Background: an optimization exercise with open tools, aiming at small area, a short achievable clock period and few clock cycles per item. Do not read the settings as production practice.
Function was checked by simulation only, so behaviour that the tests miss may differ from the original.
Power figures rest on the tool's default switching activity, not on a simulated workload.

## rhalo_narrow
module rhalo_narrow (
    input  wire        clk,
    input  wire        rst,
    input  wire        in_valid,
    output wire        in_ready,
    input  wire [31:0] in_data,
    input  wire [3:0]  cfg_src,
    input  wire [3:0]  cfg_dst,
    input  wire [1:0]  cfg_rnd,
    input  wire [7:0]  cfg_es,
    input  wire [31:0] cfg_seed,
    input  wire [63:0] cfg_index,
    output wire        out_valid,
    input  wire        out_ready,
    output wire [15:0] out_t,
    output wire [24:0] out_r,
    output wire        out_esat,
    output wire        out_last,
    output wire [4:0]  out_k,
    output wire [7:0]  out_et,
    output wire        out_esc,
    output wire        out_sat,
    output wire        out_err
);
    localparam integer NS = 34;              
    localparam [31:0]  HC = 32'h9E37_79B1;   
    function [31:0] lfsr_step32;
        input [31:0] s;
        integer i;
        reg [31:0] v;
        begin
            v = s;
            for (i = 0; i < 32; i = i + 1)
                v = {v[30:0], v[31] ^ v[21] ^ v[1] ^ v[0]};
            lfsr_step32 = v;
        end
    endfunction
    function [31:0] sext_elem;
        input        s8;
        input        s16;
        input [31:0] d;
        begin
            sext_elem[7:0]   = d[7:0];
            sext_elem[15:8]  = s8 ? {8{d[7]}} : d[15:8];
            sext_elem[31:16] = s8 ? {16{d[7]}} : s16 ? {16{d[15]}} : d[31:16];
        end
    endfunction
    function [23:0] wide_therm;
        input [31:0] x;
        integer j;
        reg [30:0] e;
        reg        acc;
        begin
            e   = x[30:0] ^ {31{x[31]}};
            acc = 1'b0;
            wide_therm = 24'd0;
  ...
Size in the first run: about 210 I/O pins.
==> flow/config.mk <==
export PLATFORM = sky130hd
export DESIGN_NAME = rhalo_narrow
export DESIGN_NICKNAME = rhalo_narrow
export VERILOG_FILES = /design/flow/design.v
export SDC_FILE = /design/flow/constraint.sdc
export NUM_CORES = 4
export LEC_CHECK = 0
export CAP_MARGIN = 20
export CORE_MARGIN = 2
export CORE_UTILIZATION = 65
export CTS_BUF_LIST = sky130_fd_sc_hd__clkbuf_16
export CTS_CLUSTER_DIAMETER = 100
export CTS_CLUSTER_SIZE = 25
export PLACE_DENSITY = 0.75
export SLEW_MARGIN = 20
==> flow/constraint.sdc <==
create_clock -name core_clock -period 19.0 [get_ports {clk}]
set_input_delay 3.8000 -clock core_clock [delete_from_list [all_inputs] [get_ports {clk}]]
set_output_delay 3.8000 -clock core_clock [all_outputs]
set_load 0.01 [all_outputs]
standard.sh (not shown) runs the stock make flow with config.mk's settings and CLKGATE_MAP_FILE= SYNTH_SCRIPT=/design/flow/synth_recipe.tcl, a recipe that flattens the netlist after the stock synthesis.
==> flow/flow/run.sh <==
#!/bin/bash
# Standard ORFS layout (standard synthesis unchanged). Timing repair keeps a
# setup margin so that it shortens the design's paths, and the port buffers
# are plain buffers.
set -euo pipefail
bash standard.sh SETUP_SLACK_MARGIN=14 BUFFER_PORTS_ARGS="-buffer_cell sky130_fd_sc_hd__buf_1" finish > standard.log 2>&1
The baseline produced a clean layout.
Testbench counts at the start, summed over its fixed seeds: cycles 65,808, items 2,048.
==> next run, changes <==
--- a/flow/design.v
+++ b/flow/design.v
@@ -79,30 +79,14 @@
         integer i;
         begin
             inc16[0] = ~x[0];
             for (i = 1; i < 16; i = i + 1)
                 inc16[i] = x[i] ^ (&(x | ~((16'd1 << i) - 16'd1)));
         end
     endfunction
-    function lt24;
-        input [23:0] a;
-        input [23:0] b;
-        integer i, l;
-        reg [31:0] lt, eq;
-        begin
-            lt = {8'd0, ~a & b};
-            eq = {8'hFF, ~(a ^ b)};
-            for (l = 1; l < 32; l = l * 2)
-                for (i = 0; i < 32; i = i + 2 * l) begin
-                    lt[i] = lt[i + l] | (eq[i + l] & lt[i]);
-                    eq[i] = eq[i + l] & eq[i];
-                end
-            lt24 = lt[0];
-        end
-    endfunction
     function [5:0] inc_slot;
         input [5:0] s;
         begin
             inc_slot = (s == NS - 1) ? 6'd0 : s + 6'd1;
         end
     endfunction
     reg  [32*NS-1:0] ring;
@@ -173,25 +157,25 @@
             l_es  <= cfg_es;
         end
     end
     wire w_s8  = (wi == 5'd0) ? (cfg_src[1:0] == 2'd1) : l_s8;
     wire w_s16 = (wi == 5'd0) ? (cfg_src[1:0] == 2'd2) : l_s16;
     assign in_q = sext_elem(w_s8, w_s16, in_data);
     wire [23:0] th_el = wide_therm(ring1);
-    wire [23:0] th_f  = (therm & {24{~(nw1 & nw1_first)}}) | (th_el & {24{nw1}});
+    wire [23:0] th_f  = (nw1_first ? 24'd0 : therm) | th_el;
     always @(posedge clk) begin
         if (rst) begin
             nw1 <= 1'b0;
             kc  <= 1'b0;
         end else begin
             nw1 <= wr;
             kc  <= wr && (wi == 5'd31);
         end
         nw1_first <= (wi == 5'd0);
-        therm <= th_f;
+        if (nw1) therm <= th_f;
     end
     wire [23:0] kth = l_w16 ? {8'd0, th_f[23:8]} : th_f;
     wire [4:0]  kn  = therm_bin(kth);
     reg         c_esc;
     integer m;
     always @(*) begin
         c_esc = 1'b0;
@@ -288,15 +272,15 @@
     wire [31:0] v    = $signed(q) >>> r_k;
     wire [23:0] mask = ~(24'hFFFFFF << r_k);
     wire [23:0] f    = q[23:0] & mask;
     wire [23:0] hm   = mask >> 1;
     wire        hb   = |(q[23:0] & (mask ^ hm));
     wire        stk  = |(q[23:0] & hm);
     wire        up_rne = hb & (stk | v[0]);
-    wire        up_sto = lt24(lfsr[23:0] & mask, f);
+    wire        up_sto = (lfsr[23:0] & mask) < f;
     wire        up   = r_rnd ? up_sto : up_rne;
     wire        sgn   = v[31];
     wire        fits  = r_w16 ? (v[31:15] == {17{sgn}}) : (v[31:7] == {25{sgn}});
     wire        lowhi = r_w16 ? (&v[14:0]) : (&v[6:0]);
     wire        is_lm = r_w16 ? (v[31:15] == 17'h1FFFE) : (v[31:7] == 25'h1FFFFFE);
     wire        ovh0  = ~sgn & ~fits;
     wire        ovl0  =  sgn & ~fits;
- The new run completed with no timing, DRC or antenna violations
- combinational power is lower by about 5%
- synthesized cell count is lower by 0.54%
- clock skew barely changes
- hold slack gets better by 0.0098 ns
- non-clock buffer count is higher by 7
- critical path depth is unchanged
- power is lower by 1.2%
- worst setup slack gets better by 0.011 ns
- die area is higher by 0.87%
Testbench counts after the change, summed over its fixed seeds: cycles 65,808, items 2,048.

* * *

rhalo_narrow with an RTL version that a note above also has.
Size: roughly 3100 cells after synthesis, about 1400 flip-flops, roughly 210 I/O pins.
Settings: LEC_CHECK=0, CAP_MARGIN=20, CORE_MARGIN=2, CORE_UTILIZATION=65, CTS_BUF_LIST=sky130_fd_sc_hd__clkbuf_16, CTS_CLUSTER_DIAMETER=100, CTS_CLUSTER_SIZE=25, PLACE_DENSITY=0.75, SLEW_MARGIN=20; clock period 19.0 ns.
==> flow/flow/run.sh <==
#!/bin/bash
# Standard ORFS layout (standard synthesis unchanged). Timing repair keeps a
# setup margin so that it shortens the design's paths, and the port buffers
# are plain buffers.
set -euo pipefail
bash standard.sh SETUP_SLACK_MARGIN=13.8 BUFFER_PORTS_ARGS="-buffer_cell sky130_fd_sc_hd__buf_1" finish > standard.log 2>&1
The baseline completed with no timing, DRC or antenna violations.
Testbench counts at the start, summed over its fixed seeds: cycles 65,808, items 2,048.
Then changed:
--- a/flow/design.v
+++ b/flow/design.v
@@ -90,18 +90,17 @@
         end
     endfunction
     reg  [32*NS-1:0] ring;
     wire [31:0] ring0  = ring[31:0];
     wire [31:0] ring1  = ring[63:32];
     wire [31:0] ring33 = ring[32*NS-1 -: 32];
     wire wr;                                  
-    wire [31:0] in_q;                         
     always @(posedge clk) begin
         ring[31:0]          <= ring33;
-        ring[63:32]         <= ird ? in_q : ring0;
+        ring[63:32]         <= ird ? in_data : ring0;
         ring[32*NS-1:64]    <= ring[32*NS-33:32];
     end
     reg [5:0] ph;         
     reg [5:0] head;       
     reg [5:0] tail;       
     reg       full;       
     reg [4:0] wi;         
@@ -153,18 +152,15 @@
             l_s16 <= (cfg_src[1:0] == 2'd2);
             l_w16 <= cfg_dst[1];
             l_rnd <= cfg_rnd[0];
             l_err <= cfg_bad;
             l_es  <= cfg_es;
         end
     end
-    wire w_s8  = (wi == 5'd0) ? (cfg_src[1:0] == 2'd1) : l_s8;
-    wire w_s16 = (wi == 5'd0) ? (cfg_src[1:0] == 2'd2) : l_s16;
-    assign in_q = sext_elem(w_s8, w_s16, in_data);
-    wire [23:0] th_el = wide_therm(ring1);
+    wire [23:0] th_el = wide_therm(sext_elem(l_s8, l_s16, ring1));
     wire [23:0] th_f  = (nw1_first ? 24'd0 : therm) | th_el;
     always @(posedge clk) begin
         if (rst) begin
             nw1 <= 1'b0;
             kc  <= 1'b0;
         end else begin
             nw1 <= wr;
@@ -182,17 +178,17 @@
         for (m = 1; m <= 24; m = m + 1)
             if (l_es == 8'd128 - m[7:0])
                 c_esc = c_esc | kth[m-1];
     end
     wire [4:0]  c_k  = l_err ? 5'd0 : c_esc ? ~l_es[4:0] : kn;
     wire [7:0]  c_es = l_err ? 8'd0 : l_es;
     reg       p_v;
-    reg       p_w16, p_rnd, p_err, p_esc;  reg [4:0] p_k;  reg [7:0] p_es;
+    reg       p_s8, p_s16, p_w16, p_rnd, p_err, p_esc;  reg [4:0] p_k;  reg [7:0] p_es;
     reg       r_v;
-    reg       r_w16, r_rnd, r_err, r_esc;  reg [4:0] r_k;  reg [7:0] r_es;
+    reg       r_s8, r_s16, r_w16, r_rnd, r_err, r_esc;  reg [4:0] r_k;  reg [7:0] r_es;
     wire elig;
     wire r_load  = ~r_v | (elig & (ri == 5'd31) & (~ov | out_ready));
     wire r_fromp = r_load & p_v;
     wire r_fromc = r_load & ~p_v & kc;
     always @(posedge clk) begin
         if (rst) begin
             p_v <= 1'b0;
@@ -201,39 +197,39 @@
         end else begin
             if (r_load) r_v <= p_v | kc;
             if (r_fromp) p_v <= kc;
             else if (kc && !r_fromc) p_v <= 1'b1;
             if (rd) ri <= ri + 5'd1;
         end
         if (kc && !r_fromc) begin
-            p_w16 <= l_w16; p_rnd <= l_rnd;
+            p_s8 <= l_s8; p_s16 <= l_s16; p_w16 <= l_w16; p_rnd <= l_rnd;
             p_err <= l_err; p_esc <= c_esc & ~l_err; p_k <= c_k; p_es <= c_es;
         end
         if (r_fromp) begin
-            r_w16 <= p_w16; r_rnd <= p_rnd;
+            r_s8 <= p_s8; r_s16 <= p_s16; r_w16 <= p_w16; r_rnd <= p_rnd;
             r_err <= p_err; r_esc <= p_esc; r_k <= p_k; r_es <= p_es;
         end else if (r_fromc) begin
-            r_w16 <= l_w16; r_rnd <= l_rnd;
+            r_s8 <= l_s8; r_s16 <= l_s16; r_w16 <= l_w16; r_rnd <= l_rnd;
             r_err <= l_err; r_esc <= c_esc & ~l_err; r_k <= c_k; r_es <= c_es;
         end
     end
     reg  [31:0] xs, xi, sd;
-    reg  [3:0]  mstep;
+    reg  [4:0]  mstep;
     reg         mfirst;
     reg         sfull;
     wire [31:0] dmul = (xi[31:30] == 2'd0) ? 32'd0 :
                        (xi[31:30] == 2'd1) ? HC :
                        (xi[31:30] == 2'd2) ? (HC << 1) : (HC * 32'd3);
     wire [31:0] hsum = (mfirst ? 32'd0 : (sd << 2)) + dmul;
     wire        mgo  = xfull & ~sfull;
-    wire        mlast = (mstep == 4'd15);
+    wire        mlast = mstep[4];
     assign xdone = mgo & mlast;
     always @(posedge clk) begin
         if (mgo)
-            sd <= hsum ^ (xs & {32{mlast}});
+            sd <= mlast ? (xs ^ sd) : hsum;
         if (cap) begin
             xs <= cfg_seed ^ cfg_index[63:32];
             xi <= cfg_index[31:0];
         end else if (mgo) begin
             xi <= xi << 2;
         end
     end
@@ -245,34 +241,34 @@
     wire s_use   = l_seed & sfull & (rd | ~lv);
     wire [31:0] s0 = (sd == 32'd0) ? 32'd1 : sd;
     wire [31:0] l_next = lfsr_step32(l_seed ? s0 : lfsr);
     always @(posedge clk) begin
         if (rst) begin
             xfull  <= 1'b0;
             sfull  <= 1'b0;
-            mstep  <= 4'd0;
+            mstep  <= 5'd0;
             mfirst <= 1'b1;
             lv     <= 1'b0;
         end else begin
             xfull <= xfull_nx;
             if (xdone) sfull <= 1'b1;
             else if (s_use) sfull <= 1'b0;
             if (mgo) begin
-                mstep  <= mstep + 4'd1;
+                mstep  <= mlast ? 5'd0 : mstep + 5'd1;
                 mfirst <= mlast;
             end
             if (l_load) lv <= 1'b1;
             else if (rd & last_rd) lv <= 1'b0;
         end
         if (l_load) lfsr <= l_next;
     end
     reg        sat_acc;
     assign elig  = r_v & (ph == head) & lv;
     assign rd  = elig & (~ov | out_ready);
-    wire [31:0] q    = ring33;
+    wire [31:0] q    = sext_elem(r_s8, r_s16, ring33);
     wire [31:0] v    = $signed(q) >>> r_k;
     wire [23:0] mask = ~(24'hFFFFFF << r_k);
     wire [23:0] f    = q[23:0] & mask;
     wire [23:0] hm   = mask >> 1;
     wire        hb   = |(q[23:0] & (mask ^ hm));
     wire        stk  = |(q[23:0] & hm);
     wire        up_rne = hb & (stk | v[0]);
What happened: The new run completed with no timing, DRC or antenna violations. Non-clock buffer count increases by 15. Total power falls by about 9%. Clock skew is higher by 0.0049 ns. Global-route usage goes up by 3.8 points. Cell count grows by about 7%. Wire length increases by about 18%. Setup slack gets better by 0.0032 ns. Utilization grows by 0.21 points.
Testbench counts after the change, summed over its fixed seeds: cycles 65,808, items 2,048.

-- what the ideal ports hide --
The flow's constraints put no driver on any port. The routed layouts listed below were extracted and timed again, unchanged, in two steps.
Step 1, drivers: a clkbuf_16 drives clk and a buf_2 each remaining input, both assumed.
Step 2, shift: input delay + t, output delay - t, t = (earliest + latest rising clock arrival at the registers) / 2. This alone moves slack from input paths to output paths.
a / b / c = ideal / step 1 / step 2; a / b = the first two.
| run | t (ns) | setup WS [ns] | cell pins on the clock port's net |
|---|---|---|---|
| the first run of note 1 | 0.701 | 13.923 / 13.855 / 13.473 | 1 |
| the second run of note 1 | 0.696 | 13.934 / 13.867 / 13.406 | 1 |
| the first run of note 2 | 0.704 | 13.900 / 13.834 / 13.257 | 1 |
| the second run of note 2 | 0.716 | 13.903 / 13.834 / 13.365 | 1 |
After both steps setup and hold are still met in every run listed. The setup slack of the first run of note 2, which loses most, moves by -0.066 ns with the drivers and by -0.643 ns with both steps.
